Background: an optimization exercise with open tools, aiming at small area and a short achievable clock period. Do not read the settings as production practice. No run shown here included a check of the RTL's function; only the layout flow was run. Power is estimated from default activity; no workload was simulated.

### flow/standard.sh
#!/bin/bash
# synth_recipe.tcl (not shown) runs the flow's synth.tcl, then flattens the netlist and writes it again
# the make line also repeats each setting of config.mk as NAME=value (left out here)
make -C /OpenROAD-flow-scripts/flow DESIGN_CONFIG=/design/flow/config.mk WORK_HOME=/design/flow/orfs CLKGATE_MAP_FILE= SYNTH_SCRIPT=/design/flow/synth_recipe.tcl "${@:-finish}"
### flow/constraint.sdc
create_clock -name core_clock -period 18.0 [get_ports {clk}]
set_input_delay 3.6000 -clock core_clock [delete_from_list [all_inputs] [get_ports {clk}]]
set_output_delay 3.6000 -clock core_clock [all_outputs]
set_load 0.01 [all_outputs]
### flow/flow/abc_proc.tcl
# Technology mapping with own ABC scripts: the logic that feeds the input
# registers (cells named r_*) first, with its own delay target, then the rest.
proc abc {args} {
  set a $args
  set i [lsearch $a -script]; lset a [expr {$i+1}] $::env(OWN_ABC_SCRIPT)
  set i [lsearch $a -D]; lset a [expr {$i+1}] $::env(OWN_ABC_D)
  if {[info exists ::env(OWN_ABC1_SCRIPT)] && $::env(OWN_ABC1_SCRIPT) ne ""} {
    set a1 $args
    set i [lsearch $a1 -script]; lset a1 [expr {$i+1}] $::env(OWN_ABC1_SCRIPT)
    set i [lsearch $a1 -D]; lset a1 [expr {$i+1}] $::env(OWN_ABC1_D)
    yosys select -set s1 {c:r_*} %ci*
    yosys abc {*}$a1 {@s1}
  }
  yosys abc {*}$a
}
### flow/design.v
module pod_cvt (
    input  wire        clk,
    input  wire        rst,
    input  wire        in_valid,
    input  wire [31:0] in_x,        
    input  wire [3:0]  in_dtype,    
    input  wire        in_sr,       
    input  wire [31:0] in_w,        
    output reg         out_valid,
    output reg  [31:0] out_y,       
    output reg         out_nan      
);
    genvar gi;
    wire a_i4  = (in_dtype == 4'd0);
    wire a_i8  = (in_dtype == 4'd1);
    wire a_u8  = (in_dtype == 4'd2);
    wire a_u16 = (in_dtype == 4'd3);
    wire a_f4  = (in_dtype == 4'd4);
    wire a_e4  = (in_dtype == 4'd5);
    wire a_e5  = (in_dtype == 4'd6);
    wire a_h   = (in_dtype == 4'd7);
    wire a_bf  = (in_dtype == 4'd8);
    wire a_i32 = (in_dtype == 4'd10);
    wire a_int = a_i4 | a_i8 | a_u8 | a_u16 | a_i32;
    wire a_flt = a_f4 | a_e4 | a_e5 | a_h | a_bf;
    wire [7:0] ex  = in_x[30:23];
    wire       enz = |ex;
    wire       eff = &ex;
    wire       mnz = |in_x[22:0];
    wire [7:0] ex1 = {ex[7:1], ex[0] | ~enz};      
    wire [5:0] el = ex1[5:0];
    wire [5:0] s_int = 6'd30 - el;      
    wire [5:0] s_h   = 6'd6  - el;      
    wire [5:0] s_e5  = 6'd14 - el;      
    wire [5:0] s_e4  = 6'd21 - el;      
    wire [5:0] s_f4  = 6'd29 - el;      
    wire nrm_h  = (ex >= 8'd113);
    wire nrm_e4 = (ex >= 8'd121);
    wire nrm_f4 = (ex >= 8'd127);
    reg  [5:0] s;
    always @(*) begin
        s = s_int;
        if (a_h)  s = nrm_h  ? 6'd21 : s_h;
        if (a_bf) s = 6'd24;
        if (a_e4) s = nrm_e4 ? 6'd28 : s_e4;
        if (a_e5) s = nrm_h  ? 6'd29 : s_e5;
        if (a_f4) s = nrm_f4 ? 6'd30 : s_f4;
    end
    reg        r_valid;
    reg [23:0] r_sig;
    reg        r_sgn;
    reg [5:0]  r_s;
    reg        r_mnz;
    reg [7:0]  r_ex;
    reg [31:0] r_w;
    reg [3:0]  r_dt;
    reg        r_sr;
    always @(posedge clk) begin
        if (rst)
            r_valid <= 1'b0;
        else
            r_valid <= in_valid;
        r_sig  <= {enz, in_x[22:0]};
        r_sgn  <= in_x[31];
        r_s    <= s;
        r_mnz  <= mnz;
        r_ex   <= ex;
        r_w    <= in_w;
        r_dt   <= in_dtype;
        r_sr   <= in_sr;
    end
    wire t_i4  = (r_dt == 4'd0);
    wire t_i8  = (r_dt == 4'd1);
    wire t_u8  = (r_dt == 4'd2);
    wire t_u16 = (r_dt == 4'd3);
    wire t_f4  = (r_dt == 4'd4);
    wire t_e4  = (r_dt == 4'd5);
    wire t_e5  = (r_dt == 4'd6);
    wire t_h   = (r_dt == 4'd7);
    wire t_bf  = (r_dt == 4'd8);
    wire t_i32 = (r_dt == 4'd10);
    wire isint = t_i4 | t_i8 | t_u8 | t_u16 | t_i32;
    wire isflt = t_f4 | t_e4 | t_e5 | t_h | t_bf;
    wire sgn   = r_sgn;
    wire [7:0] rx1   = {r_ex[7:1], r_ex[0] | ~(|r_ex)};
    wire       r_eff = &r_ex;
    wire       r_nan = r_eff & r_mnz;
    wire       r_inf = r_eff & ~r_mnz;
    reg        r_zero;   
    reg        r_nrm;    
    reg        eovf;     
    always @(*) begin
        r_zero = (rx1 <= 8'd94); r_nrm = 1'b0; eovf = 1'b0;
        if (t_h)  begin r_zero = (rx1 <= 8'd70); r_nrm = (r_ex >= 8'd113); eovf = (r_ex >= 8'd143); end
        if (t_bf) begin r_zero = 1'b0;           r_nrm = 1'b1;             eovf = 1'b0;             end
        if (t_e4) begin r_zero = (rx1 <= 8'd85); r_nrm = (r_ex >= 8'd121); eovf = (r_ex >= 8'd136); end
        if (t_e5) begin r_zero = (rx1 <= 8'd78); r_nrm = (r_ex >= 8'd113); eovf = (r_ex >= 8'd143); end
        if (t_f4) begin r_zero = (rx1 <= 8'd93); r_nrm = (r_ex >= 8'd127); eovf = (r_ex >= 8'd130); end
    end
    wire r_huge = r_inf | (isint & (rx1 >= 8'd159)) | (isflt & eovf);
    wire [63:0] v0  = {r_sig, 40'd0};
    wire [63:0] v1  = r_s[0] ? {1'd0,  v0[63:1]}  : v0;
    wire [63:0] v2  = r_s[1] ? {2'd0,  v1[63:2]}  : v1;
    wire [63:0] v3  = r_s[2] ? {4'd0,  v2[63:4]}  : v2;
    wire [63:0] v4  = r_s[3] ? {8'd0,  v3[63:8]}  : v3;
    wire [63:0] v5  = r_s[4] ? {16'd0, v4[63:16]} : v4;
    wire [63:0] v   = r_s[5] ? {32'd0, v5[63:32]} : v5;
    wire [31:0] n   = v[63:32];
    wire [31:0] f32 = v[31:0];
    wire [31:0] g0 = f32 & r_w;
    wire [31:0] p0 = f32 | r_w;
    wire [15:0] g1, p1;
    wire [7:0]  g2, p2;
    wire [3:0]  g3, p3;
    wire [1:0]  g4, p4;
    generate
        for (gi = 0; gi < 16; gi = gi + 1) begin : g_l1
            assign g1[gi] = g0[2*gi+1] | (p0[2*gi+1] & g0[2*gi]);
            assign p1[gi] = p0[2*gi+1] & p0[2*gi];
        end
        for (gi = 0; gi < 8; gi = gi + 1) begin : g_l2
            assign g2[gi] = g1[2*gi+1] | (p1[2*gi+1] & g1[2*gi]);
            assign p2[gi] = p1[2*gi+1] & p1[2*gi];
        end
        for (gi = 0; gi < 4; gi = gi + 1) begin : g_l3
            assign g3[gi] = g2[2*gi+1] | (p2[2*gi+1] & g2[2*gi]);
            assign p3[gi] = p2[2*gi+1] & p2[2*gi];
        end
        for (gi = 0; gi < 2; gi = gi + 1) begin : g_l4
            assign g4[gi] = g3[2*gi+1] | (p3[2*gi+1] & g3[2*gi]);
            assign p4[gi] = p3[2*gi+1] & p3[2*gi];
        end
    endgenerate
    wire up_sr = g4[1] | (p4[1] & g4[0]);
    wire up_ne = f32[31] & ((|f32[30:0]) | n[0]);
    wire up    = r_sr ? up_sr : up_ne;
    wire [7:0] r_ef = {r_ex[7:5], r_ex[4] ^ (t_h | t_e5), r_ex[3] ^ t_e4, r_ex[2], r_ex[1] ^ t_f4, r_ex[0]}
                      & {8{r_nrm}};
    reg  [31:0] t;
    always @(*) begin
        t = 32'd0;
        if (isint) t = n ^ {32{sgn}};
        if (t_f4)  t[2:0]  = {r_ef[1:0], n[0]};
        if (t_e4)  t[6:0]  = {r_ef[3:0], n[2:0]};
        if (t_e5)  t[6:0]  = {r_ef[4:0], n[1:0]};
        if (t_h)   t[14:0] = {r_ef[4:0], n[9:0]};
        if (t_bf)  t[14:0] = {r_ef[7:0], n[6:0]};
    end
    wire [31:0] pa0 = t;
    wire [31:0] pa1, pa2, pa3, pa4, pa5;
    generate for (gi = 0; gi < 32; gi = gi + 1) begin : g_pa
        assign pa1[gi] = ((gi >> 0) % 2 == 1) ? pa0[gi] & pa0[(gi >> 0 << 0) - 1] : pa0[gi];
        assign pa2[gi] = ((gi >> 1) % 2 == 1) ? pa1[gi] & pa1[(gi >> 1 << 1) - 1] : pa1[gi];
        assign pa3[gi] = ((gi >> 2) % 2 == 1) ? pa2[gi] & pa2[(gi >> 2 << 2) - 1] : pa2[gi];
        assign pa4[gi] = ((gi >> 3) % 2 == 1) ? pa3[gi] & pa3[(gi >> 3 << 3) - 1] : pa3[gi];
        assign pa5[gi] = ((gi >> 4) % 2 == 1) ? pa4[gi] & pa4[(gi >> 4 << 4) - 1] : pa4[gi];
    end endgenerate
    wire        cin = up ^ (isint & sgn);
    wire [31:0] r   = t ^ ({32{cin}} & {pa5[30:0], 1'b1});
    wire o16 = (r_ex >= 8'd143);
    wire o8  = (r_ex >= 8'd135);
    wire o7  = (r_ex >= 8'd134);
    wire o3  = (r_ex >= 8'd130);
    wire o31 = (r_ex >= 8'd158);
    wire a3  = &n[2:0];
    wire a7  = &n[6:0];
    wire a8  = &n[7:0];
    wire a16 = &n[15:0];
    wire sat_i = isint & (r_huge | (~r_zero & ((t_i4  & (o3  | (up & a3)))  |
                                               (t_i8  & (o7  | (up & a7)))  |
                                               (t_u8  & (o8  | (up & a8)))  |
                                               (t_u16 & (o16 | (up & a16))) |
                                               (t_i32 & o31))));
    wire of_a = t_e4 & (r_ex == 8'd135) & (&n[2:0]);
    wire of_c = (t_f4 & (r_ex == 8'd129) & n[0]) |
                (t_e4 & (r_ex == 8'd135) & (&n[2:1])) |
                (t_e5 & (r_ex == 8'd142) & (&n[1:0])) |
                (t_h  & (r_ex == 8'd142) & (&n[9:0])) |
                (t_bf & (r_ex == 8'd254) & (&n[6:0]));
    wire ovf_f = isflt & (r_huge | (~r_zero & (of_a | (cin & of_c))));
    wire uneg  = (t_u8 | t_u16) & sgn;
    wire f7  = t_i4 | t_f4 | t_i8 | t_u8 | t_e4 | t_e5;
    wire w15 = t_u16 | t_h | t_bf | t_i32;
    wire keep_any = ~r_nan & ~r_zero & ((isint & ~sat_i & ~uneg) | (isflt & ~ovf_f));
    wire k_2_0   = keep_any & (f7 | w15);
    wire k_3     = keep_any & (t_i4 | t_i8 | t_u8 | t_e4 | t_e5 | w15);
    wire k_6_4   = keep_any & (t_i8 | t_u8 | t_e4 | t_e5 | w15);
    wire k_7     = keep_any & (t_i8 | t_u8 | w15);
    wire k_14_8  = keep_any & w15;
    wire k_15    = keep_any & (t_u16 | t_i32);
    wire k_31_16 = keep_any & t_i32;
    wire ps  = sat_i & ~sgn & ~r_nan;                      
    wire ns  = sat_i &  sgn & ~r_nan;                      
    wire fo  = ovf_f & ~r_nan;                             
    wire fs  = isflt & sgn & ~r_nan;                       
    wire fn  = isflt & r_nan;                              
    wire pi  = ps & (t_i8 | t_u8 | t_u16 | t_i32);
    wire pw  = ps & (t_u16 | t_i32);
    wire e45 = t_e4 | t_e5;
    wire [31:0] frc;
    assign frc[0]     = (ps & isint) | (fo & t_f4) | (fn & e45);
    assign frc[1]     = (ps & isint) | (fo & (t_f4 | t_e4)) | (fn & e45);
    assign frc[2]     = (ps & isint) | (fo & (t_f4 | e45)) | (fn & e45);
    assign frc[3]     = pi | (ns & t_i4) | (fs & t_f4) | ((fo | fn) & e45);
    assign frc[5:4]   = {2{pi | ((fo | fn) & e45)}};
    assign frc[6]     = pi | ((fo | fn) & e45) | (fn & t_bf);
    assign frc[7]     = (ps & (t_u8 | t_u16 | t_i32)) | (ns & t_i8) | (fs & e45) | ((fo | fn) & t_bf);
    assign frc[8]     = pw | ((fo | fn) & t_bf);
    assign frc[9]     = pw | ((fo | fn) & t_bf) | (fn & t_h);
    assign frc[14:10] = {5{pw | ((fo | fn) & (t_bf | t_h))}};
    assign frc[15]    = pw | (fs & (t_h | t_bf));
    assign frc[30:16] = {15{ps & t_i32}};
    assign frc[31]    = ns & t_i32;
    wire [31:0] keep = {k_31_16, {15{k_31_16}}, k_15, {7{k_14_8}}, k_7, {3{k_6_4}}, k_3, {3{k_2_0}}};
    wire [31:0] y = (r & keep) | frc;
    wire nanflag  = r_nan & (isint | t_f4);
    always @(posedge clk) begin
        if (rst)
            out_valid <= 1'b0;
        else
            out_valid <= r_valid;
        out_y   <= y;
        out_nan <= nanflag;
    end
endmodule
### flow/flow/abc1_delay
800
### flow/flow/abc_delay
3500
### flow/flow/make_vars
SETUP_SLACK_MARGIN=12.75
### flow/flow/port_buffer
sky130_fd_sc_hd__buf_1
### flow/flow/abc.script
strash
dc2
strash
dch
map {D}
buffer -p
upsize {D}
dnsize {D}
### flow/config.mk
export PLATFORM = sky130hd
export DESIGN_NAME = pod_cvt
export DESIGN_NICKNAME = pod_cvt
export VERILOG_FILES = /design/flow/design.v
export SDC_FILE = /design/flow/constraint.sdc
export NUM_CORES = 4
export LEC_CHECK = 0
export ABC_AREA = 1
export CAP_MARGIN = 20
export CORE_MARGIN = 2
export CORE_UTILIZATION = 40
export CTS_BUF_LIST = sky130_fd_sc_hd__clkbuf_8
export GPL_TIMING_DRIVEN = 0
export SLEW_MARGIN = 20
### flow/flow/run.sh
#!/bin/bash
# Own layout flow: ORFS, as standard.sh runs it, with these changes:
#  - synthesis (the same Yosys steps as synth_recipe.tcl, so the registers keep
#    their names and cells) maps the logic with ABC scripts of its own
#    (flow/abc_proc.tcl): the logic feeding the input registers with
#    flow/abc1.script at delay target flow/abc1_delay, the rest with
#    flow/abc.script at flow/abc_delay; Yosys's full-adder extraction is off
#    (ADDER_MAP_FILE empty) so that ABC sees all of the logic;
#  - ports are buffered (the same buffer_ports step) with the cell named in
#    flow/port_buffer;
#  - the layout steps get the make variables in flow/make_vars, if any
#    (optimisation settings such as repair_timing's setup margin).
# Each tool's output goes to a log of its own in this folder.
set -euo pipefail
W=$(pwd)
F=$W/flow
export OWN_ABC_D=$(cat $F/abc_delay)
export OWN_ABC_SCRIPT=$W/own_abc.script
sed "s/{D}/-D $OWN_ABC_D/g" $F/abc.script > $OWN_ABC_SCRIPT
if [[ -f $F/abc1.script ]]; then
  export OWN_ABC1_D=$(cat $F/abc1_delay)
  export OWN_ABC1_SCRIPT=$W/own_abc1.script
  sed "s/{D}/-D $OWN_ABC1_D/g" $F/abc1.script > $OWN_ABC1_SCRIPT
fi
{ head -n 1 $W/synth_recipe.tcl; cat $F/abc_proc.tcl; tail -n +2 $W/synth_recipe.tcl; } > $W/own_synth.tcl
SYN=SYNTH_SCRIPT=$W/own_synth.tcl
# the knobs standard.sh passes on make's command line
KNOBS=$(sed -n 's/^make .*CLKGATE_MAP_FILE= [^ ]* \(.*\) "\${@:-finish}"$/\1/p' $W/standard.sh)
BUF=$(cat $F/port_buffer 2>/dev/null || echo sky130_fd_sc_hd__buf_1)
# extra make variables for the layout steps (optimisation effort only)
EXTRA=$(cat $F/make_vars 2>/dev/null | tr '\n' ' ' || true)
MK="make -C $FLOW_HOME DESIGN_CONFIG=$W/config.mk WORK_HOME=$W/orfs CLKGATE_MAP_FILE="
eval "$MK $SYN $KNOBS ADDER_MAP_FILE= synth" > $W/log_synth.txt 2>&1
eval "$MK $SYN $KNOBS $EXTRA BUFFER_PORTS_ARGS=\"-buffer_cell $BUF\" finish" > $W/log_layout.txt 2>&1
R=$W/orfs/results/$FLOW_PLATFORM/pod_cvt/base
: # left out here: write the final layout as DEF
### flow/flow/abc1.script
strash
dc2
strash
dch
map {D}
==> results.py, run 1 <==
metrics = {
    "final_layout": {
        "drive_above_1_share_pct": 18.5,
        "final_common_cell": "nand2_1",
        "nets": 1486,
        "area_delta_synth_final_pct": 28.6,
        "antennaDiodeCount": 0,
        "layout_common_cells": "nand2_1 (262), nor2_1 (162), inv_1 (112)",
        "final_area_mm2": 0.00998,
        "fillers": 2012,
    },
    "min_path": {
        "holdPathStages": 2,
        "hold_path_class": "register to register",
        "min_to": "out_valid$_SDFF_PP0_",
        "hold_start": "r_valid$_SDFF_PP0_",
    },
    "place": {
        "dpl.hpwl_mm": 21.7,
        "port_buffers": 105,
        "placed_area_mm2": 0.00848,
        "place_congestion": 0.991,
    },
    "routing": {
        "dr_total_vias": 9241,
        "ant_nets": 0,
        "drcViolationCount": 0,
        "routed-wl-met2_mm": 12.4,
        "dr_wl_met3_mm": 2.08,
        "wire_per_inst_um": 16.7,
        "vias_per_cell": 5.50,
        "top_layer": "met4",
        "drt-total-wl_mm": 28.0,
        "drt_first_pass_iters": 7,
        "dr.first_iter.drc_count": 669,
        "met1_length_mm": 12.6,
    },
    "sta": {
        "fin_crit_ns": 5.28,
        "relSlewSlack_pct": 48.2,
        "tns_ns": 0,
        "rsz0062_at_grt": "yes",
        "finalCritPeriodShare_pct": 29.4,
        "skew_ns": 0.0112,
        "hold_violations": 0,
        "finalSetupViolCount": 0,
        "hold_ws_ns": 0.422,
        "tightest_slew_ns": 0.774,
        "slew_violations": 0,
        "fmax_ghz": 0.189,
    },
    "worst_setup_path": {
        "crit_type": "register to register",
        "r2r-end": "out_y[29]$_DFF_P_",
        "end_kind": "register",
        "start_kind": "register",
        "critPathRequiredTime_ns": 18.34,
        "critPathMostFrequentCell": "nand2_1",
        "reg2reg_depth": 29,
        "crit_buf_inv": 3,
        "cpMaxStageDelayCell": "dfxtp_4",
        "r2r_start": "r_s[0]$_DFF_P_",
        "crit_arrival_ns": 5.63,
        "critPathMaxFanout": 10,
        "r2r_slack_ns": 12.72,
        "cp_top_family": "simple AND/OR/NAND/NOR gates",
        "cpPeakStageDelay_ns": 0.46,
    },
    "synthesis": {
        "synth_top_area_share_pct": 28.9,
        "ys.flop_type": "dfxtp_1",
        "synth_cells": 1238,
        "syn_nets": 1310,
        "synth-edff-count": 0,
        "async_flop_share_pct": 0,
        "ys_seq_area_share_pct": 28.9,
        "yosysTopAreaCell": "dfxtp_1",
        "synthTopCellsByArea": "dfxtp_1 (29%), nand2_1 (13%), nor2_1 (8.7%), inv_1 (5.5%), o21ai_0 (5.4%)",
        "syn_avg_cell_area_um2": 6.27,
        "synth.distinct_cells": 67,
        "ys_ff_latch": 112,
        "synthesis.area_mm2": 0.00776,
        "yosys_warnings": 1,
    },
    "clock_network": {
        "clkTransAtPathRegs_ns": 0.11,
        "h-tree-depth": 3,
        "clkLatencyLatePin_ns": 0.40,
        "tritoncts": "yes",
        "clockRootBuffer": "clkbuf_8",
        "cts_buffer_depth": 2,
        "cts_hold_buf": 0,
        "cts_sinks": 112,
        "cts_buffers": 9,
    },
    "power_and_ir_drop": {
        "p_per_area_mw_per_mm2": 78.9,
        "leakage_uw": 0.00410,
        "vdd.ir_drop.worst_mv": 0.0631,
        "finalPower_uw": 788,
    },
    "die": {
        "die_w_um": 143,
        "die_area_mm2": 0.0205,
        "dieHeight_um": 143,
        "initial_utilization_pct": 41.1,
        "io-pin-count": 106,
        "num_rows": 50,
        "core_area_mm2": 0.0189,
    },
    "global_routing": {
        "antenna_found_initial": 0,
        "grt_max_degree": 23,
        "grt_pass1_wl_mm": 43.3,
        "grt_pass1_vias": 8275,
        "overflow": 0,
        "grt_usage_pct": 26.8,
    },
    "job": {
        "cap_violations": 0,
    },
    "status": {
        "status": "timing/DRC/antenna clean",
    },
}
[registers in the layout, summed over array words and instances (netlist names)]
| name | flops |
|---|---|
| r_sig | 24 |
| out_nan | 1 |
| r_s | 6 |
| r_sr | 1 |
| r_ex | 8 |
| out_valid | 1 |
| r_mnz | 1 |
| r_valid | 1 |
| out_y | 32 |
| r_w | 32 |
| r_sgn | 1 |
| r_dt | 4 |
[timing repair]
| item | in CTS | in global routing |
|---|---|---|
| pin swaps | 37 | 23 |
| cloned | 1 | 3 |
| endpoints found under the hold margin | 0 | 0 |
| setup endpoints to repair | 24 | 36 |
| setup buffers | 44 | 12 |
| resized for setup | 141 | 85 |
[layout make-up]
class,count,area [µm²],area share (%)
clock inverters,7,85.1,0.853
plain buffers,43,255,2.56
repair buffers,164,856,8.58
flip-flops and latches,112,2250,22.5
inverters,136,531,5.32
clock buffers,9,124,1.24
well taps,260,325,3.26
repair inverters,1,6.26,0.0627
multi-input cells,947,5550,55.6
[Yosys cell counts (3+ instances only)]
| cell type | instances |
|---|---|
| a41oi_1 | 4 |
| o211ai_1 | 12 |
| o32ai_1 | 3 |
| nor2_1 | 180 |
| nand3b_1 | 4 |
| nor4_1 | 13 |
| o22ai_1 | 19 |
| nand4_2 | 6 |
| nand4_1 | 16 |
| a211oi_1 | 6 |
| nor3_1 | 30 |
| o31ai_1 | 11 |
| a31oi_1 | 16 |
| a22oi_1 | 12 |
| inv_1 | 114 |
| a21boi_1 | 6 |
| dfxtp_1 | 112 |
| buf_1 | 6 |
| clkbuf_1 | 24 |
| o21ai_1 | 55 |
| buf_2 | 9 |
| o21ai_0 | 83 |
| buf_4 | 3 |
| clkinv_1 | 20 |
| nor4_4 | 4 |
| o221ai_1 | 5 |
| xor2_1 | 15 |
| nand3_1 | 38 |
| or2_1 | 5 |
| a21oi_1 | 73 |
| nand2_1 | 276 |
| mux2i_1 | 9 |
| o21a_1 | 5 |
[cells by family (layout without fill, tap and decap cells)]
logic type	after synthesis	count (layout)	synth area share, %
buffers and inverters	179	360	9.05
xor gates and xnor gates	16	16	1.81
muxes	9	9	1.16
and+or+nand+nor	583	583	32.9
AOI/OAI and AO/OA	339	339	26.2
DFF	112	112	28.9
[per-layer routing]
layer  vias to the layer above  global-route usage [%]
met5                         -                       0
met4                         0                    10.1
met3                        65                    4.93
met2                       436                    42.1
met1                      4144                    36.6
li1                       4596                       -
[worst max path at each step]
stage	start	to	slack, ns	cells after the start
6_report	r_s[0]$_DFF_P_	out_y[29]$_DFF_P_	12.72	29
5_1_grt	r_s[0]$_DFF_P_	out_y[29]$_DFF_P_	12.34	29
4_1_cts	r_s[0]$_DFF_P_	out_y[29]$_DFF_P_	12.64	32
3_5_place_dp	r_s[0]$_DFF_P_	out_y[28]$_DFF_P_	12.03	28
3_3_place_gp	r_s[0]$_DFF_P_	out_y[28]$_DFF_P_	11.93	28
2_1_floorplan	in_dtype[2]	r_s[0]$_DFF_P_	13.03	5
[through the flow]
step                std cells  util, %  setup WS [ns]
detailed placement       1603     44.9          12.03
floorplan                1238        -          13.03
CTS                      1664     50.4          12.64
global route             1679     52.8          12.34
finish                   1679     52.8          12.72
global placement         1603     44.9          11.93
[report_power, final]
group,switching [µW],internal (µW),leakage (µW)
registers,8.65,261,0.000933
logic,236,129,0.00306
clock network,95.9,56.7,0.000106
[tightest hold or removal path: cells and delay by family, from the launching register on]
family	cells	cell delay, ns
buf+inv	1	0.04
flops	1	0.32
simple gates	1	0.03
==> run 2, diff against run 1 <==
--- a/flow/design.v
+++ b/flow/design.v
@@ -53,7 +53,7 @@
     reg        r_mnz;
     reg [7:0]  r_ex;
     reg [31:0] r_w;
-    reg [3:0]  r_dt;
+    reg [9:0]  r_ty;      
     reg        r_sr;
     always @(posedge clk) begin
         if (rst)
@@ -66,19 +66,19 @@
         r_mnz  <= mnz;
         r_ex   <= ex;
         r_w    <= in_w;
-        r_dt   <= in_dtype;
+        r_ty   <= {a_i32, a_bf, a_h, a_e5, a_e4, a_f4, a_u16, a_u8, a_i8, a_i4};
         r_sr   <= in_sr;
     end
-    wire t_i4  = (r_dt == 4'd0);
-    wire t_i8  = (r_dt == 4'd1);
-    wire t_u8  = (r_dt == 4'd2);
-    wire t_u16 = (r_dt == 4'd3);
-    wire t_f4  = (r_dt == 4'd4);
-    wire t_e4  = (r_dt == 4'd5);
-    wire t_e5  = (r_dt == 4'd6);
-    wire t_h   = (r_dt == 4'd7);
-    wire t_bf  = (r_dt == 4'd8);
-    wire t_i32 = (r_dt == 4'd10);
+    wire t_i4  = r_ty[0];
+    wire t_i8  = r_ty[1];
+    wire t_u8  = r_ty[2];
+    wire t_u16 = r_ty[3];
+    wire t_f4  = r_ty[4];
+    wire t_e4  = r_ty[5];
+    wire t_e5  = r_ty[6];
+    wire t_h   = r_ty[7];
+    wire t_bf  = r_ty[8];
+    wire t_i32 = r_ty[9];
     wire isint = t_i4 | t_i8 | t_u8 | t_u16 | t_i32;
     wire isflt = t_f4 | t_e4 | t_e5 | t_h | t_bf;
     wire sgn   = r_sgn;
@@ -171,12 +171,12 @@
                                                (t_u8  & (o8  | (up & a8)))  |
                                                (t_u16 & (o16 | (up & a16))) |
                                                (t_i32 & o31))));
-    wire of_a = t_e4 & (r_ex == 8'd135) & (&n[2:0]);
-    wire of_c = (t_f4 & (r_ex == 8'd129) & n[0]) |
-                (t_e4 & (r_ex == 8'd135) & (&n[2:1])) |
-                (t_e5 & (r_ex == 8'd142) & (&n[1:0])) |
-                (t_h  & (r_ex == 8'd142) & (&n[9:0])) |
-                (t_bf & (r_ex == 8'd254) & (&n[6:0]));
+    wire of_a = (t_e4 & (&t[6:0]));
+    wire of_c = (t_f4 & (&t[2:0])) |
+                (t_e4 & (&t[6:1])) |
+                (t_e5 & (t[6:2] == 5'b11110) & (&t[1:0])) |
+                (t_h  & (t[14:10] == 5'b11110) & (&t[9:0])) |
+                (t_bf & (t[14:7] == 8'hFE) & (&t[6:0]));
     wire ovf_f = isflt & (r_huge | (~r_zero & (of_a | (cin & of_c))));
     wire uneg  = (t_u8 | t_u16) & sgn;
     wire f7  = t_i4 | t_f4 | t_i8 | t_u8 | t_e4 | t_e5;
--- a/flow/config.mk
+++ b/flow/config.mk
@@ -10,5 +10,4 @@
 export CORE_MARGIN = 2
 export CORE_UTILIZATION = 40
 export CTS_BUF_LIST = sky130_fd_sc_hd__clkbuf_8
-export GPL_TIMING_DRIVEN = 0
 export SLEW_MARGIN = 20
==> run 2 against run 1 <==
Net effect:
- sequential share of layout area up 2.8 points
- first-iteration DRC count up 13%
- critical path depth down 21
- highest routed layer unchanged
==> results.py, run 2 <==
metrics = {
    "routing": {
        "drcViolationCount": 0,
        "drt-total-wl_mm": 26.1,
        "wire_per_inst_um": 16.1,
        "dr.first_iter.drc_count": 757,
        "vias_per_cell": 5.62,
        "dr_total_vias": 9120,
        "ant_nets": 0,
        "drt_first_pass_iters": 5,
    },
    "worst_setup_path": {
        "crit_arrival_ns": 5.44,
        "critPathRequiredTime_ns": 18.33,
        "start_kind": "input pin",
        "critPathMaxFanout": 12,
        "r2r_start": "r_s[0]$_DFF_P_",
        "end_kind": "register",
        "critPathLaunch": "in_x[24]",
        "reg2reg_depth": 27,
        "crit_type": "input pin to register",
    },
    "global_routing": {
        "antenna_found_initial": 0,
        "grt_pass1_wl_mm": 40.3,
        "grt_pass1_vias": 8009,
        "grt_usage_pct": 24.8,
        "overflow": 0,
        "grt_max_degree": 46,
    },
    "die": {
        "core_area_mm2": 0.0193,
        "die_w_um": 144,
        "dieHeight_um": 144,
        "initial_utilization_pct": 40.5,
        "die_area_mm2": 0.0207,
        "io-pin-count": 106,
        "num_rows": 51,
    },
    "sta": {
        "skew_ns": 0.0213,
        "rsz0062_at_grt": "no",
        "slew_violations": 0,
        "tightest_slew_ns": 1.01,
        "tns_ns": 0,
        "finalSetupViolCount": 0,
        "relSlewSlack_pct": 32.9,
        "fmax_ghz": 0.196,
        "finalCritPeriodShare_pct": 28.4,
        "fin_crit_ns": 5.11,
        "hold_violations": 0,
    },
    "power_and_ir_drop": {
        "vdd.ir_drop.worst_mv": 0.0536,
        "leakage_uw": 0.00380,
        "finalPower_uw": 814,
        "p_per_area_mw_per_mm2": 86.8,
    },
    "synthesis": {
        "yosysTopAreaCell": "dfxtp_1",
        "synthTopCellsByArea": "dfxtp_1 (30%), nand2_1 (13%), nor2_1 (7.7%), o21ai_0 (7.6%), inv_1 (4.8%)",
        "synth_cells": 1232,
        "synthesis.area_mm2": 0.00784,
        "yosys_warnings": 1,
        "synth_most_common_cell": "nand2_1",
        "ys_seq_area_share_pct": 30.1,
        "synth_top_area_share_pct": 30.1,
        "synth.distinct_cells": 66,
        "ys_ff_latch": 118,
        "synth.top_cells.by_count": "nand2_1 (280), nor2_1 (161), o21ai_0 (119)",
        "synth-edff-count": 0,
        "ys.flop_type": "dfxtp_1",
        "syn_nets": 1304,
        "syn_avg_cell_area_um2": 6.36,
        "async_flop_share_pct": 0,
    },
    "clock_network": {
        "cts_buffers": 17,
        "h-tree-depth": 4,
        "cts_sinks": 118,
        "cts_buffer_depth": 2,
        "clkLatencyLatePin_ns": 0.48,
        "tritoncts": "yes",
        "cts_hold_buf": 0,
        "clockRootBuffer": "clkbuf_8",
        "clkTransAtPathRegs_ns": 0.07,
    },
    "min_path": {
        "holdPathStages": 2,
        "hold_path_class": "register to register",
        "hold_start": "r_valid$_SDFF_PP0_",
    },
    "final_layout": {
        "area_delta_synth_final_pct": 19.6,
        "reg.largest.list": "out_y (32), r_w (32), r_sig (24)",
        "final_common_cell": "nand2_1",
        "antennaDiodeCount": 0,
        "drive_above_1_share_pct": 11.3,
        "nets": 1416,
        "layout_common_cells": "nand2_1 (276), nor2_1 (153), dfxtp_1 (112)",
    },
    "place": {
        "place_congestion": 1.01,
        "dpl.hpwl_mm": 19.3,
        "port_buffers": 105,
    },
    "status": {
        "status": "timing/DRC/antenna clean",
    },
    "job": {
        "cap_violations": 0,
    },
}
-- run 2: changes by cell type after synthesis, moves of 7 or more --
cell and delta:
a21oi_1 -15, a22oi_1 +9, clkbuf_1 +7, inv_1 -13, nand3_1 +14, nor2_1 -19, o21ai_0 +36, o21ai_1 -33
-- run 2: worst paths after layout --
check | slack [ns] | endpoint
min reg2reg | 0.41 | out_valid$_SDFF_PP0_
min | 0.41 | out_valid$_SDFF_PP0_
max reg2reg | 12.96 | out_y[9]$_DFF_P_
max | 12.89 | r_s[1]$_DFF_P_
-- run 2: report_power, final --
part / switching [µW] / total [µW] / internal (µW)
logic: 205 / 302 / 97.5
registers: 9.65 / 284 / 274
clock network: 117 / 228 / 111
-- run 2: area by class of cell --
class	instances	area, µm²
repair inverters	5	32.5
fillers	2075	9960
multi-input cells	942	5100
well taps	265	332
inverters	125	493
clock inverters	14	114
flip-flops and latches	118	2370
clock buffers	18	248
repair buffers	135	684
-- run 2: per-layer routing --
metal	GRT usage [%]	vias to the layer above	share of wire, %
met5	0	-	0
met4	9.60	0	2.6
met3	5.56	48	9.2
met2	37.2	475	43
met1	34.6	4141	46
li1	-	4456	-
-- run 2: stage by stage --
stage	util (%)	worst slack (ns)	hold slack [ns]	cell area [µm²]	cells
final	48.5	12.89	0.414	9380	1622
after global routing	48.5	12.69	0.437	9380	1622
after CTS	46.0	12.75	0.414	8900	1601
after detailed placement	43.5	11.92	0.401	8410	1562
after global placement	43.5	12.11	0.403	8410	1562
after floorplan	-	12.93	0.388	7840	1232
-- run 2: critical path: stages --
cell	delay, ns
buf_1	0.24
nor2_1	0.29
nand3_1	0.16
a31oi_1	0.36
nand2_1	0.24
o21ai_0	0.13
o21ai_0	0.10
a22oi_1	0.31
-- run 2: cells by family (layout without fill, tap and decap cells) --
family / after synthesis / after routing / synth area share [%]
and+or+nand+nor: 574 / 574 / 31.4
buffers and inverters: 172 / 297 / 8.62
xor gates and xnor gates: 21 / 21 / 2.35
AOI/OAI and AO/OA: 339 / 339 / 26.5
DFF: 118 / 118 / 30.1
muxes: 8 / 8 / 1.02
-- run 2: repair_timing --
item	in CTS	in global routing
hold endpoints to repair	0	0
cloned	2	5
endpoints found under the setup margin	35	32
pin swaps	3	21
setup buffers	5	16
resized for setup	22	96
==> run 3, diff against run 2 <==
==> flow/flow/make_vars (replaced) <==
SETUP_SLACK_MARGIN=12.5
==> run 3 against run 2 <==
Net effect:
- worst setup slack worse by 0.21 ns
- final cell count is 0.68% lower
- synthesized cell count stayed put
- synthesized area stayed put
- core utilization is 1.8 points lower
- die area stayed put
- critical path type unchanged
- largest cell class unchanged
==> results.py, run 3 <==
metrics = {
    "power_and_ir_drop": {
        "p_sw_uw": 318,
        "finalPower_uw": 787,
        "vdd.ir_drop.worst_mv": 0.0523,
        "seqPwrFrac_pct": 36.1,
        "p_int_uw": 469,
        "p_clk_share_pct": 28.9,
        "p_comb_share_pct": 35.1,
        "switching_share_pct": 40.4,
        "leakage_uw": 0.00368,
        "p_per_area_mw_per_mm2": 87.2,
    },
    "die": {
        "dieHeight_um": 144,
        "initial_utilization_pct": 40.5,
        "io-pin-count": 106,
        "die_area_mm2": 0.0207,
        "die_w_um": 144,
        "num_rows": 51,
        "core_area_mm2": 0.0193,
    },
    "routing": {
        "drt_first_pass_iters": 6,
        "ant_nets": 0,
        "wire_per_inst_um": 15.9,
        "drcViolationCount": 0,
        "dr.first_iter.drc_count": 773,
        "dr_total_vias": 9017,
        "vias_per_cell": 5.60,
        "drt-total-wl_mm": 25.6,
    },
    "status": {
        "status": "timing/DRC/antenna clean",
    },
    "sta": {
        "hold_ws_ns": 0.414,
        "tightest_slew_ns": 1.01,
        "finalCritPeriodShare_pct": 29.5,
        "fmax_ghz": 0.188,
        "fin_crit_ns": 5.32,
        "rsz0062_at_grt": "no",
        "finalSetupViolCount": 0,
        "slew_violations": 0,
        "tns_ns": 0,
        "hold_violations": 0,
        "relSlewSlack_pct": 32.6,
        "skew_ns": 0.0232,
    },
    "min_path": {
        "min_to": "out_valid$_SDFF_PP0_",
        "hold_path_class": "register to register",
        "hold_start": "r_valid$_SDFF_PP0_",
        "holdPathStages": 2,
    },
    "clock_network": {
        "cts_buffers": 17,
        "clkTransAtPathRegs_ns": 0.07,
        "cts_buffer_depth": 2,
        "tritoncts": "yes",
        "clockRootBuffer": "clkbuf_8",
        "clkLatencyLatePin_ns": 0.48,
        "cts_hold_buf": 0,
        "cts_sinks": 118,
        "h-tree-depth": 4,
    },
    "final_layout": {
        "final_common_cell": "nand2_1",
        "reg.largest.list": "out_y (32), r_w (32), r_sig (24)",
        "drive_above_1_share_pct": 7.28,
        "seq_area_mm2": 0.00237,
        "final_util_pct": 46.7,
        "fillers": 2121,
        "nets": 1405,
        "antennaDiodeCount": 0,
        "final_area_mm2": 0.00903,
        "area_delta_synth_final_pct": 15.2,
        "multi_input_area_mm2": 0.00489,
        "layout_common_cells": "nand2_1 (280), nor2_1 (160), dfxtp_1 (114)",
    },
    "worst_setup_path": {
        "critPathMaxFanout": 5,
        "critPathRequiredTime_ns": 18.36,
        "reg2reg_depth": 22,
        "r2r_slack_ns": 12.79,
        "crit_type": "input pin to register",
        "r2r_start": "r_s[4]$_DFF_P_",
        "cpMaxStageDelayCell": "nor3_1",
        "r2r-end": "out_y[9]$_DFF_P_",
        "critPathMostFrequentCell": "clkinv_1",
        "cp_cell_sequence": "buf_1, or2b_2, nor2_1, clkinv_1, nor3_1, clkinv_1, o22ai_1",
        "end_kind": "register",
        "crit_arrival_ns": 5.68,
        "start_kind": "input pin",
        "critPathLaunch": "in_dtype[2]",
        "cpPeakStageDelay_ns": 0.49,
    },
    "synthesis": {
        "ys.flop_type": "dfxtp_1",
        "synth_cells": 1232,
        "ys_ff_latch": 118,
        "synth.top_cells.by_count": "nand2_1 (280), nor2_1 (161), o21ai_0 (119)",
        "synthesis.area_mm2": 0.00784,
        "synth_top_area_share_pct": 30.1,
        "synth.distinct_cells": 66,
        "syn_avg_cell_area_um2": 6.36,
        "syn_nets": 1304,
        "synth-edff-count": 0,
        "synthTopCellsByArea": "dfxtp_1 (30%), nand2_1 (13%), nor2_1 (7.7%), o21ai_0 (7.6%), inv_1 (4.8%)",
        "synth_most_common_cell": "nand2_1",
        "yosys_warnings": 1,
        "async_flop_share_pct": 0,
        "yosysTopAreaCell": "dfxtp_1",
        "ys_seq_area_share_pct": 30.1,
    },
    "global_routing": {
        "grt_max_degree": 46,
        "grt_pass1_vias": 7990,
        "overflow": 0,
        "grt_usage_pct": 24.8,
        "antenna_found_initial": 0,
        "grt_pass1_wl_mm": 40.3,
    },
    "place": {
        "place_congestion": 1.01,
        "port_buffers": 105,
        "dpl.hpwl_mm": 19.3,
        "placed_area_mm2": 0.00841,
    },
    "job": {
        "cap_violations": 0,
    },
}
[run 3: cell counts after synthesis]
Identical to the previous run, type by type.
[run 3: power by group through the flow]
stage / logic (µW) / registers, µW / clock network [µW]
5_1_grt: 305 / 285 / 244
3_3_place_gp: 255 / 289 / 0
2_1_floorplan: 188 / 287 / 0
6_report: 276 / 284 / 227
3_5_place_dp: 255 / 290 / 0
4_1_cts: 259 / 284 / 232
[run 3: timing repair]
item / CTS / global route
pin swaps: 2 / 3
buffers inserted: 5 / 8
resized for setup: 11 / 30
gates cloned: 1 / 3
setup endpoints to repair: 32 / 33
[run 3: worst max-delay path by stage]
stage	cells past startpoint	to	slack, ns
floorplan	6	r_s[2]$_DFF_P_	12.93
global placement	29	out_y[16]$_DFF_P_	12.11
detailed placement	29	out_y[18]$_DFF_P_	11.92
CTS	20	out_y[27]$_DFF_P_	12.51
global route	33	out_y[21]$_DFF_P_	12.49
finish	7	r_s[0]$_DFF_P_	12.68
[run 3: logic make-up after synthesis]
logic type      count (synthesis)  synth area share, %
flops                         118                 30.1
mux                             8                 1.02
compound gates                339                 26.5
buf+inv                       172                 8.62
simple gates                  574                 31.4
xor+xnor                       21                 2.35
[run 3: critical path: cells and delay by family]
kind,cells,cell delay (ns)
AND/OR/NAND/NOR,3,1.19
buffers and inverters,3,0.59
AO/OA/AOI/OAI,1,0.30
[run 3: area by class of cell]
class,instances,share of cell area (%)
Clock inverter,14,1.26
Timing Repair Buffer,125,6.18
Timing Repair inverter,4,0.305
Clock buffer,18,2.74
Tap cell,265,3.67
Inverter,125,5.39
Sequential cell,118,26.2
Multi-Input combinational cell,942,54.2
[run 3: stage by stage]
step | cells | worst slack (ns)
detailed placement | 1562 | 11.92
global route | 1611 | 12.49
CTS | 1600 | 12.51
global placement | 1562 | 12.11
finish | 1611 | 12.68
floorplan | 1232 | 12.93
[run 3: layer usage]
metal	part of all wire [%]	track usage, %
met1	46	34.8
met2	42	37.2
met3	8.6	5.46
met4	2.5	9.55
met5	0	0
==> run 4, diff against run 3 <==
--- a/flow/design.v
+++ b/flow/design.v
@@ -53,7 +53,7 @@
     reg        r_mnz;
     reg [7:0]  r_ex;
     reg [31:0] r_w;
-    reg [9:0]  r_ty;      
+    reg [3:0]  r_dt;
     reg        r_sr;
     always @(posedge clk) begin
         if (rst)
@@ -66,19 +66,19 @@
         r_mnz  <= mnz;
         r_ex   <= ex;
         r_w    <= in_w;
-        r_ty   <= {a_i32, a_bf, a_h, a_e5, a_e4, a_f4, a_u16, a_u8, a_i8, a_i4};
+        r_dt   <= in_dtype;
         r_sr   <= in_sr;
     end
-    wire t_i4  = r_ty[0];
-    wire t_i8  = r_ty[1];
-    wire t_u8  = r_ty[2];
-    wire t_u16 = r_ty[3];
-    wire t_f4  = r_ty[4];
-    wire t_e4  = r_ty[5];
-    wire t_e5  = r_ty[6];
-    wire t_h   = r_ty[7];
-    wire t_bf  = r_ty[8];
-    wire t_i32 = r_ty[9];
+    wire t_i4  = (r_dt == 4'd0);
+    wire t_i8  = (r_dt == 4'd1);
+    wire t_u8  = (r_dt == 4'd2);
+    wire t_u16 = (r_dt == 4'd3);
+    wire t_f4  = (r_dt == 4'd4);
+    wire t_e4  = (r_dt == 4'd5);
+    wire t_e5  = (r_dt == 4'd6);
+    wire t_h   = (r_dt == 4'd7);
+    wire t_bf  = (r_dt == 4'd8);
+    wire t_i32 = (r_dt == 4'd10);
     wire isint = t_i4 | t_i8 | t_u8 | t_u16 | t_i32;
     wire isflt = t_f4 | t_e4 | t_e5 | t_h | t_bf;
     wire sgn   = r_sgn;
@@ -146,7 +146,58 @@
         if (t_h)   t[14:0] = {r_ef[4:0], n[9:0]};
         if (t_bf)  t[14:0] = {r_ef[7:0], n[6:0]};
     end
-    wire [31:0] pa0 = t;
+    wire cin = up ^ (isint & sgn);
+    wire o16 = |n[31:16];
+    wire o8  = |n[31:8];
+    wire o7  = |n[31:7];
+    wire o3  = |n[31:3];
+    wire a3  = &n[2:0];
+    wire a7  = &n[6:0];
+    wire a8  = &n[7:0];
+    wire a16 = &n[15:0];
+    wire sat_i = isint & (r_huge | (~r_zero & ((t_i4  & (o3  | (up & a3)))  |
+                                               (t_i8  & (o7  | (up & a7)))  |
+                                               (t_u8  & (o8  | (up & a8)))  |
+                                               (t_u16 & (o16 | (up & a16))) |
+                                               (t_i32 & n[31]))));
+    wire of_a = (t_e4 & (&t[6:0]));
+    wire of_c = (t_f4 & (&t[2:0])) |
+                (t_e4 & (&t[6:1])) |
+                (t_e5 & (t[6:2] == 5'b11110) & (&t[1:0])) |
+                (t_h  & (t[14:10] == 5'b11110) & (&t[9:0])) |
+                (t_bf & (t[14:7] == 8'hFE) & (&t[6:0]));
+    wire ovf_f = isflt & (r_huge | (~r_zero & (of_a | (cin & of_c))));
+    reg        m_valid;
+    reg [31:0] m_t;
+    reg        m_cin, m_sat, m_ovf, m_nan, m_zero, m_sgn;
+    reg [3:0]  m_dt;
+    always @(posedge clk) begin
+        if (rst)
+            m_valid <= 1'b0;
+        else
+            m_valid <= r_valid;
+        m_t    <= t;
+        m_cin  <= cin;
+        m_sat  <= sat_i;
+        m_ovf  <= ovf_f;
+        m_nan  <= r_nan;
+        m_zero <= r_zero;
+        m_sgn  <= sgn;
+        m_dt   <= r_dt;
+    end
+    wire u_i4  = (m_dt == 4'd0);
+    wire u_i8  = (m_dt == 4'd1);
+    wire u_u8  = (m_dt == 4'd2);
+    wire u_u16 = (m_dt == 4'd3);
+    wire u_f4  = (m_dt == 4'd4);
+    wire u_e4  = (m_dt == 4'd5);
+    wire u_e5  = (m_dt == 4'd6);
+    wire u_h   = (m_dt == 4'd7);
+    wire u_bf  = (m_dt == 4'd8);
+    wire u_i32 = (m_dt == 4'd10);
+    wire uint_ = u_i4 | u_i8 | u_u8 | u_u16 | u_i32;
+    wire uflt  = u_f4 | u_e4 | u_e5 | u_h | u_bf;
+    wire [31:0] pa0 = m_t;
     wire [31:0] pa1, pa2, pa3, pa4, pa5;
     generate for (gi = 0; gi < 32; gi = gi + 1) begin : g_pa
         assign pa1[gi] = ((gi >> 0) % 2 == 1) ? pa0[gi] & pa0[(gi >> 0 << 0) - 1] : pa0[gi];
@@ -155,70 +206,48 @@
         assign pa4[gi] = ((gi >> 3) % 2 == 1) ? pa3[gi] & pa3[(gi >> 3 << 3) - 1] : pa3[gi];
         assign pa5[gi] = ((gi >> 4) % 2 == 1) ? pa4[gi] & pa4[(gi >> 4 << 4) - 1] : pa4[gi];
     end endgenerate
-    wire        cin = up ^ (isint & sgn);
-    wire [31:0] r   = t ^ ({32{cin}} & {pa5[30:0], 1'b1});
-    wire o16 = (r_ex >= 8'd143);
-    wire o8  = (r_ex >= 8'd135);
-    wire o7  = (r_ex >= 8'd134);
-    wire o3  = (r_ex >= 8'd130);
-    wire o31 = (r_ex >= 8'd158);
-    wire a3  = &n[2:0];
-    wire a7  = &n[6:0];
-    wire a8  = &n[7:0];
-    wire a16 = &n[15:0];
-    wire sat_i = isint & (r_huge | (~r_zero & ((t_i4  & (o3  | (up & a3)))  |
-                                               (t_i8  & (o7  | (up & a7)))  |
-                                               (t_u8  & (o8  | (up & a8)))  |
-                                               (t_u16 & (o16 | (up & a16))) |
-                                               (t_i32 & o31))));
-    wire of_a = (t_e4 & (&t[6:0]));
-    wire of_c = (t_f4 & (&t[2:0])) |
-                (t_e4 & (&t[6:1])) |
-                (t_e5 & (t[6:2] == 5'b11110) & (&t[1:0])) |
-                (t_h  & (t[14:10] == 5'b11110) & (&t[9:0])) |
-                (t_bf & (t[14:7] == 8'hFE) & (&t[6:0]));
-    wire ovf_f = isflt & (r_huge | (~r_zero & (of_a | (cin & of_c))));
-    wire uneg  = (t_u8 | t_u16) & sgn;
-    wire f7  = t_i4 | t_f4 | t_i8 | t_u8 | t_e4 | t_e5;
-    wire w15 = t_u16 | t_h | t_bf | t_i32;
-    wire keep_any = ~r_nan & ~r_zero & ((isint & ~sat_i & ~uneg) | (isflt & ~ovf_f));
+    wire [31:0] r = m_t ^ ({32{m_cin}} & {pa5[30:0], 1'b1});
+    wire uneg  = (u_u8 | u_u16) & m_sgn;
+    wire f7  = u_i4 | u_f4 | u_i8 | u_u8 | u_e4 | u_e5;
+    wire w15 = u_u16 | u_h | u_bf | u_i32;
+    wire keep_any = ~m_nan & ~m_zero & ((uint_ & ~m_sat & ~uneg) | (uflt & ~m_ovf));
     wire k_2_0   = keep_any & (f7 | w15);
-    wire k_3     = keep_any & (t_i4 | t_i8 | t_u8 | t_e4 | t_e5 | w15);
-    wire k_6_4   = keep_any & (t_i8 | t_u8 | t_e4 | t_e5 | w15);
-    wire k_7     = keep_any & (t_i8 | t_u8 | w15);
+    wire k_3     = keep_any & (u_i4 | u_i8 | u_u8 | u_e4 | u_e5 | w15);
+    wire k_6_4   = keep_any & (u_i8 | u_u8 | u_e4 | u_e5 | w15);
+    wire k_7     = keep_any & (u_i8 | u_u8 | w15);
     wire k_14_8  = keep_any & w15;
-    wire k_15    = keep_any & (t_u16 | t_i32);
-    wire k_31_16 = keep_any & t_i32;
-    wire ps  = sat_i & ~sgn & ~r_nan;                      
-    wire ns  = sat_i &  sgn & ~r_nan;                      
-    wire fo  = ovf_f & ~r_nan;                             
-    wire fs  = isflt & sgn & ~r_nan;                       
-    wire fn  = isflt & r_nan;                              
-    wire pi  = ps & (t_i8 | t_u8 | t_u16 | t_i32);
-    wire pw  = ps & (t_u16 | t_i32);
-    wire e45 = t_e4 | t_e5;
+    wire k_15    = keep_any & (u_u16 | u_i32);
+    wire k_31_16 = keep_any & u_i32;
+    wire ps  = m_sat & ~m_sgn & ~m_nan;                      
+    wire ns  = m_sat &  m_sgn & ~m_nan;                      
+    wire fo  = m_ovf & ~m_nan;                             
+    wire fs  = uflt & m_sgn & ~m_nan;                       
+    wire fn  = uflt & m_nan;                              
+    wire pi  = ps & (u_i8 | u_u8 | u_u16 | u_i32);
+    wire pw  = ps & (u_u16 | u_i32);
+    wire e45 = u_e4 | u_e5;
     wire [31:0] frc;
-    assign frc[0]     = (ps & isint) | (fo & t_f4) | (fn & e45);
-    assign frc[1]     = (ps & isint) | (fo & (t_f4 | t_e4)) | (fn & e45);
-    assign frc[2]     = (ps & isint) | (fo & (t_f4 | e45)) | (fn & e45);
-    assign frc[3]     = pi | (ns & t_i4) | (fs & t_f4) | ((fo | fn) & e45);
+    assign frc[0]     = (ps & uint_) | (fo & u_f4) | (fn & e45);
+    assign frc[1]     = (ps & uint_) | (fo & (u_f4 | u_e4)) | (fn & e45);
+    assign frc[2]     = (ps & uint_) | (fo & (u_f4 | e45)) | (fn & e45);
+    assign frc[3]     = pi | (ns & u_i4) | (fs & u_f4) | ((fo | fn) & e45);
     assign frc[5:4]   = {2{pi | ((fo | fn) & e45)}};
-    assign frc[6]     = pi | ((fo | fn) & e45) | (fn & t_bf);
-    assign frc[7]     = (ps & (t_u8 | t_u16 | t_i32)) | (ns & t_i8) | (fs & e45) | ((fo | fn) & t_bf);
-    assign frc[8]     = pw | ((fo | fn) & t_bf);
-    assign frc[9]     = pw | ((fo | fn) & t_bf) | (fn & t_h);
-    assign frc[14:10] = {5{pw | ((fo | fn) & (t_bf | t_h))}};
-    assign frc[15]    = pw | (fs & (t_h | t_bf));
-    assign frc[30:16] = {15{ps & t_i32}};
-    assign frc[31]    = ns & t_i32;
+    assign frc[6]     = pi | ((fo | fn) & e45) | (fn & u_bf);
+    assign frc[7]     = (ps & (u_u8 | u_u16 | u_i32)) | (ns & u_i8) | (fs & e45) | ((fo | fn) & u_bf);
+    assign frc[8]     = pw | ((fo | fn) & u_bf);
+    assign frc[9]     = pw | ((fo | fn) & u_bf) | (fn & u_h);
+    assign frc[14:10] = {5{pw | ((fo | fn) & (u_bf | u_h))}};
+    assign frc[15]    = pw | (fs & (u_h | u_bf));
+    assign frc[30:16] = {15{ps & u_i32}};
+    assign frc[31]    = ns & u_i32;
     wire [31:0] keep = {k_31_16, {15{k_31_16}}, k_15, {7{k_14_8}}, k_7, {3{k_6_4}}, k_3, {3{k_2_0}}};
     wire [31:0] y = (r & keep) | frc;
-    wire nanflag  = r_nan & (isint | t_f4);
+    wire nanflag  = m_nan & (uint_ | u_f4);
     always @(posedge clk) begin
         if (rst)
             out_valid <= 1'b0;
         else
-            out_valid <= r_valid;
+            out_valid <= m_valid;
         out_y   <= y;
         out_nan <= nanflag;
     end
==> flow/flow/abc_delay (replaced) <==
4000
==> flow/flow/make_vars (replaced) <==
SETUP_SLACK_MARGIN=13.4
--- a/flow/config.mk
+++ b/flow/config.mk
@@ -9,5 +9,4 @@
 export CAP_MARGIN = 20
 export CORE_MARGIN = 2
 export CORE_UTILIZATION = 40
-export CTS_BUF_LIST = sky130_fd_sc_hd__clkbuf_8
 export SLEW_MARGIN = 20
==> run 4 against run 3 <==
Net effect:
- non-clock buffer count grew 11
- worst hold slack lost 0.013 ns
- worst setup slack better by 0.72 ns
- total power increased by 28%
- register-to-register slack better by 0.81 ns
- sequential cell count grew 37
- die area increased by 10%
- largest power group unchanged
- first-iteration DRC count increased by 29%
- global-route usage decreased by 0.36 points
- highest routed layer unchanged
- synthesized area up 11%
- final cell count rose by 9.7%
- sequential power increased by 35%
==> results.py, run 4 <==
metrics = {
    "sta": {
        "finalSetupViolCount": 0,
        "skew_ns": 0.00832,
        "tightest_slew_ns": 0.931,
        "fin_crit_ns": 4.60,
        "relSlewSlack_pct": 37.9,
        "hold_violations": 0,
        "tns_ns": 0,
        "fmax_ghz": 0.217,
        "finalCritPeriodShare_pct": 25.5,
        "hold_ws_ns": 0.401,
        "slew_violations": 0,
        "worst_slack_ns": 13.40,
        "rsz0062_at_grt": "yes",
    },
    "routing": {
        "dr_total_vias": 9645,
        "dr.first_iter.drc_count": 1001,
        "drcViolationCount": 0,
        "drt-total-wl_mm": 27.9,
        "wire_per_inst_um": 15.8,
        "ant_nets": 0,
        "drt_first_pass_iters": 5,
        "vias_per_cell": 5.46,
    },
    "final_layout": {
        "final_area_mm2": 0.0104,
        "multi_input_area_mm2": 0.00503,
        "final_common_cell": "nand2_1",
        "fillers": 2211,
        "drive_above_1_share_pct": 9.18,
        "layout_common_cells": "nand2_1 (305), nor2_1 (189), dfxtp_1 (153)",
        "area_delta_synth_final_pct": 20.1,
        "nets": 1553,
        "seq_area_mm2": 0.00311,
        "antennaDiodeCount": 0,
        "reg.largest.list": "m_t (32), out_y (32), r_w (32)",
    },
    "global_routing": {
        "grt_usage_pct": 24.5,
        "overflow": 0,
        "grt_pass1_wl_mm": 44.1,
        "grt_max_degree": 51,
        "grt_pass1_vias": 8496,
        "antenna_found_initial": 0,
    },
    "synthesis": {
        "synth.top_cells.by_count": "nand2_1 (309), nor2_1 (199), dfxtp_1 (155)",
        "synth_cells": 1363,
        "ys_ff_latch": 155,
        "synth_top_area_share_pct": 35.7,
        "synth-edff-count": 0,
        "yosys_warnings": 1,
        "ys_seq_area_share_pct": 35.7,
        "synth.distinct_cells": 49,
        "synthesis.area_mm2": 0.00869,
        "syn_avg_cell_area_um2": 6.37,
        "syn_nets": 1435,
        "async_flop_share_pct": 0,
        "synthTopCellsByArea": "dfxtp_1 (36%), nand2_1 (13%), nor2_1 (8.6%), o21ai_0 (8.0%), inv_1 (5.6%)",
        "yosysTopAreaCell": "dfxtp_1",
        "synth_most_common_cell": "nand2_1",
        "ys.flop_type": "dfxtp_1",
    },
    "clock_network": {
        "cts_sinks": 155,
        "clockRootBuffer": "clkbuf_16",
        "clkTransAtPathRegs_ns": 0.07,
        "cts_buffers": 17,
        "h-tree-depth": 4,
        "cts_buffer_depth": 2,
        "clkLatencyLatePin_ns": 0.42,
        "cts_hold_buf": 0,
        "tritoncts": "yes",
    },
    "power_and_ir_drop": {
        "finalPower_uw": 1000,
        "leakage_uw": 0.00437,
        "vdd.ir_drop.worst_mv": 0.0605,
        "switching_share_pct": 35.3,
        "seqPwrFrac_pct": 38.3,
        "p_clk_share_pct": 33.2,
        "p_comb_share_pct": 28.5,
        "p_sw_uw": 355,
        "p_per_area_mw_per_mm2": 96.3,
        "p_int_uw": 650,
    },
    "die": {
        "dieHeight_um": 151,
        "die_w_um": 151,
        "initial_utilization_pct": 41.1,
        "num_rows": 53,
        "core_area_mm2": 0.0212,
        "io-pin-count": 106,
        "die_area_mm2": 0.0229,
    },
    "worst_setup_path": {
        "r2r_slack_ns": 13.60,
        "critPathMostFrequentCell": "clkinv_1",
        "cp_cell_sequence": "buf_2, clkinv_1, a41oi_2, clkinv_1, nor2_1, o21ai_1, a22oi_2",
        "critPathMaxFanout": 8,
        "cpPeakStageDelay_ns": 0.30,
        "start_kind": "input pin",
        "cpMaxStageDelayCell": "a41oi_2",
        "crit_arrival_ns": 4.91,
        "critPathRequiredTime_ns": 18.31,
        "crit_type": "input pin to register",
        "end_kind": "register",
    },
    "place": {
        "dpl.hpwl_mm": 20.9,
        "pre_cts_ws_ns": 12.56,
        "port_buffers": 105,
        "place_congestion": 0.979,
        "placed_area_mm2": 0.00937,
    },
    "job": {
        "cap_violations": 0,
    },
    "min_path": {
        "hold_path_class": "register to register",
    },
    "status": {
        "status": "timing/DRC/antenna clean",
    },
}
## run 4: cell families (layout without fill, tap and decap cells)
group                  after synthesis  in the layout  synth area share, %
XOR/XNOR                             6              6                0.605
AO/OA/AOI/OAI                      355            355                 24.3
flip-flops                         155            155                 35.7
multiplexers                         1              1                0.115
buffers and inverters              214            343                 9.25
AND/OR/NAND/NOR                    632            632                 30.0
## run 4: what timing repair did
action | 4_1_cts | 5_1_grt
resized for setup | 35 | 60
setup endpoints to repair | 9 | 9
gates cloned | 6 | 3
pin swaps | 6 | 18
buffers inserted | 8 | 14
## run 4: area by class of cell
cell class,instances,share of cell area (%)
timing repair buffer,136,6.75
multi-input combinational,994,48.2
clock inverter,11,0.947
clock buffer,19,4.25
timing repair inverter,8,0.528
inverter,169,6.24
sequential,155,29.8
tap,275,3.30
## run 4: routing by layer
layer / global-route usage [%] / up-vias / share of wire, %
li1: - / 4863 / -
met1: 34.9 / 4297 / 46
met2: 37.8 / 436 / 44
met3: 3.86 / 49 / 7.7
met4: 7.62 / 0 / 2.4
met5: 0 / - / 0
## run 4: power by group through the flow
| stage | registers, µW | logic, µW | clock network (µW) |
|---|---|---|---|
| after global routing | 388 | 317 | 356 |
| after floorplan | 387 | 179 | 0 |
| after detailed placement | 391 | 252 | 0 |
| after global placement | 391 | 252 | 0 |
| after CTS | 384 | 261 | 340 |
| final | 384 | 286 | 334 |
## run 4: critical path, delay by kind of cell
kind	cells	cell delay [ns]
AND/OR/NAND/NOR	1	0.12
buffers and inverters	3	0.56
AO/OA/AOI/OAI	3	0.62
## run 4: path summary, 6_finish.rpt
kind                 startpoint                  to  depth (start not counted)
max                    in_x[26]      r_s[1]$_DFF_P_                          7
min          r_valid$_SDFF_PP0_  m_valid$_SDFF_PP0_                          2
max reg2reg      r_s[0]$_DFF_P_       m_sat$_DFF_P_                         24
min reg2reg  r_valid$_SDFF_PP0_  m_valid$_SDFF_PP0_                          2
## run 4: per-stage QoR
stage               utilization (%)  instances
floorplan                         -       1363
global placement               44.3       1706
detailed placement             44.3       1706
CTS                            47.8       1750
global route                   49.3       1767
finish                         49.3       1767
==> run 5, diff against run 4 <==
==> flow/flow/make_vars (replaced) <==
SETUP_SLACK_MARGIN=13
==> run 5 against run 4 <==
Net effect:
- core utilization is 1.8 points lower
- die area stayed put
- first-iteration DRC count is 10% lower
- highest routed layer unchanged
==> results.py, run 5 <==
metrics = {
    "status": {
        "status": "timing/DRC/antenna clean",
    },
    "synthesis": {
        "async_flop_share_pct": 0,
        "synthTopCellsByArea": "dfxtp_1 (36%), nand2_1 (13%), nor2_1 (8.6%), o21ai_0 (8.0%), inv_1 (5.6%)",
        "synth-edff-count": 0,
        "syn_nets": 1435,
        "synth_most_common_cell": "nand2_1",
        "synth.distinct_cells": 49,
        "yosys_warnings": 1,
        "ys_ff_latch": 155,
        "synth_top_area_share_pct": 35.7,
        "synth_cells": 1363,
        "synth.top_cells.by_count": "nand2_1 (309), nor2_1 (199), dfxtp_1 (155)",
        "ys_seq_area_share_pct": 35.7,
        "synthesis.area_mm2": 0.00869,
        "yosysTopAreaCell": "dfxtp_1",
        "syn_avg_cell_area_um2": 6.37,
        "ys.flop_type": "dfxtp_1",
    },
    "worst_setup_path": {
        "start_kind": "input pin",
        "r2r_start": "r_s[2]$_DFF_P_",
        "crit_buf_inv": 1,
        "cp_cell_sequence": "buf_1, nor3_1, a21oi_1, o21ai_0, nand2_1, a221oi_1, o22ai_1",
        "cp_top_family": "compound AO/OA/AOI/OAI gates",
        "cp-endpoint": "r_s[0]$_DFF_P_",
        "r2r_slack_ns": 13.31,
        "critPathRequiredTime_ns": 18.31,
        "crit_arrival_ns": 5.16,
        "end_kind": "register",
        "cpPeakStageDelay_ns": 0.43,
        "cpMaxStageDelayCell": "o21ai_0",
        "critPathMaxFanout": 12,
        "reg2reg_depth": 25,
        "crit_cells": 7,
        "r2r-end": "m_sat$_DFF_P_",
        "critPathLaunch": "in_x[24]",
        "crit_type": "input pin to register",
    },
    "sta": {
        "rsz0062_at_grt": "yes",
        "hold_violations": 0,
        "relSlewSlack_pct": 37.4,
        "fin_crit_ns": 4.85,
        "skew_ns": 0.0134,
        "fmax_ghz": 0.206,
        "hold_ws_ns": 0.403,
        "finalSetupViolCount": 0,
        "tns_ns": 0,
        "finalCritPeriodShare_pct": 27.0,
        "slew_violations": 0,
        "tightest_slew_ns": 0.937,
    },
    "clock_network": {
        "clockRootBuffer": "clkbuf_16",
        "cts_buffer_depth": 2,
        "cts_buffers": 17,
        "cts_sinks": 155,
        "clkLatencyLatePin_ns": 0.43,
        "h-tree-depth": 4,
        "tritoncts": "yes",
        "clkTransAtPathRegs_ns": 0.07,
    },
    "min_path": {
        "hold_path_class": "register to register",
        "hold_start": "r_valid$_SDFF_PP0_",
    },
    "routing": {
        "ant_nets": 0,
        "dr_total_vias": 9396,
        "drt-total-wl_mm": 26.5,
        "drt_first_pass_iters": 6,
        "dr.first_iter.drc_count": 899,
        "wire_per_inst_um": 15.2,
        "drcViolationCount": 0,
        "vias_per_cell": 5.37,
    },
    "final_layout": {
        "nets": 1535,
        "drive_above_1_share_pct": 5.15,
        "final_common_cell": "nand2_1",
        "layout_common_cells": "nand2_1 (307), nor2_1 (197), dfxtp_1 (154)",
        "antennaDiodeCount": 0,
        "seq_area_mm2": 0.00311,
        "fillers": 2268,
        "area_delta_synth_final_pct": 15.6,
        "multi_input_area_mm2": 0.00482,
        "reg.largest.list": "m_t (32), out_y (32), r_w (32)",
    },
    "die": {
        "initial_utilization_pct": 41.1,
        "die_w_um": 151,
        "num_rows": 53,
        "die_area_mm2": 0.0229,
        "dieHeight_um": 151,
        "core_area_mm2": 0.0212,
        "io-pin-count": 106,
    },
    "global_routing": {
        "grt_usage_pct": 22.9,
        "grt_pass1_vias": 8200,
        "overflow": 0,
        "grt_max_degree": 51,
        "antenna_found_initial": 0,
        "grt_pass1_wl_mm": 41.5,
    },
    "power_and_ir_drop": {
        "switching_share_pct": 36.1,
        "seqPwrFrac_pct": 39.0,
        "leakage_uw": 0.00420,
        "p_clk_share_pct": 33.6,
        "vdd.ir_drop.worst_mv": 0.0599,
        "p_int_uw": 627,
        "p_comb_share_pct": 27.4,
        "p_per_area_mw_per_mm2": 97.7,
        "p_sw_uw": 355,
    },
    "place": {
        "dpl.hpwl_mm": 20.3,
        "port_buffers": 105,
        "place_congestion": 0.954,
    },
    "job": {
        "cap_violations": 0,
    },
}
-- run 5: cell counts after synthesis --
Identical to the previous run, type by type.
-- run 5: how the worst min path moves through the flow --
stage	end	cells after the start
global placement	m_valid$_SDFF_PP0_	2
global route	m_valid$_SDFF_PP0_	2
detailed placement	m_valid$_SDFF_PP0_	2
CTS	m_valid$_SDFF_PP0_	2
floorplan	m_dt[2]$_DFF_P_	0
finish	m_valid$_SDFF_PP0_	2
-- run 5: timing repair --
item,in CTS,in global routing
hold buffers,0,0
resized for setup,2,32
gates cloned,0,8
buffers inserted,0,5
endpoints found under the setup margin,6,3
pin swaps,0,2
hold endpoints to repair,0,0
-- run 5: through the flow --
step           util, %  instance area [µm²]  total power (µW)  worst slack (ns)  instances
6_report          47.5                10000               981             13.15       1751
5_1_grt           47.5                10000              1040             12.98       1751
4_1_cts           46.6                 9860               969             13.00       1738
3_5_place_dp      44.0                 9320               639             12.50       1706
3_3_place_gp      44.0                 9320               639             12.44       1706
2_1_floorplan        -                 8690               565             13.10       1363
-- run 5: metal layers --
metal	vias to the layer above	part of all wire, %	GRT usage (%)
met2	345	44	36.1
met3	26	6.7	3.28
met5	-	0	0
li1	4812	-	-
met4	0	1.4	6.82
met1	4213	48	32.6
-- run 5: cell type report --
| cell class | instances | share of cell area (%) |
|---|---|---|
| timing repair inverter | 7 | 0.473 |
| clock buffer | 17 | 4.24 |
| sequential | 155 | 30.9 |
| multi-input combinational | 994 | 48.0 |
| tap | 275 | 3.43 |
| timing repair buffer | 119 | 5.34 |
| inverter | 169 | 6.46 |
| clock inverter | 15 | 1.13 |
-- run 5: worst min-delay path, stage by stage, from the launching register on --
cell and delay, ns:
dfxtp_1 0.30, inv_1 0.04, nor2_1 0.03
-- run 5: power groups by stage --
stage	Clock (µW)	Combinational [µW]	Sequential, µW
final	330	268	383
after global routing	352	299	386
after CTS	336	251	382
after detailed placement	0	249	390
after global placement	0	249	390
after floorplan	0	178	387
-- run 5: logic make-up after synthesis --
family,Yosys count,share of synthesized area [%]
XOR/XNOR,6,0.605
AND/OR/NAND/NOR,632,30.0
AO/OA/AOI/OAI,355,24.3
flip-flops,155,35.7
multiplexers,1,0.115
buffers and inverters,214,9.25

-- what the ideal ports hide --
The flow's constraints put no driver on any port. The routed layouts listed below were extracted and timed again, unchanged, in two steps. Step 1: set_driving_cell puts a clkbuf_16 on clk and a buf_2 on each other input, an assumption about the parent block. Step 2 adds t to the input delays and takes it off the output delays; t is the mean of the earliest and latest rising clock arrival at the registers after step 1. Input paths then give back, and output paths get back, about the clock's delay inside the block. Three values: no drivers, after step 1, after step 2; two values: the first two.
run	shift t [ns]	slack for setup (ns)	worst slew at a driven data input, ns
run 1	0.439	12.716 / 12.716 / 12.613	0.05
run 2	0.509	12.890 / 12.913 / 12.404	0.04
run 3	0.509	12.684 / 12.705 / 12.196	0.04
run 4	0.470	13.401 / 13.420 / 12.950	0.05
run 5	0.474	13.146 / 13.164 / 12.690	0.04
After both steps setup and hold are still met in every run listed. The setup slack of run 3, which loses most, moves by +0.021 ns with the drivers and by -0.488 ns with both steps.
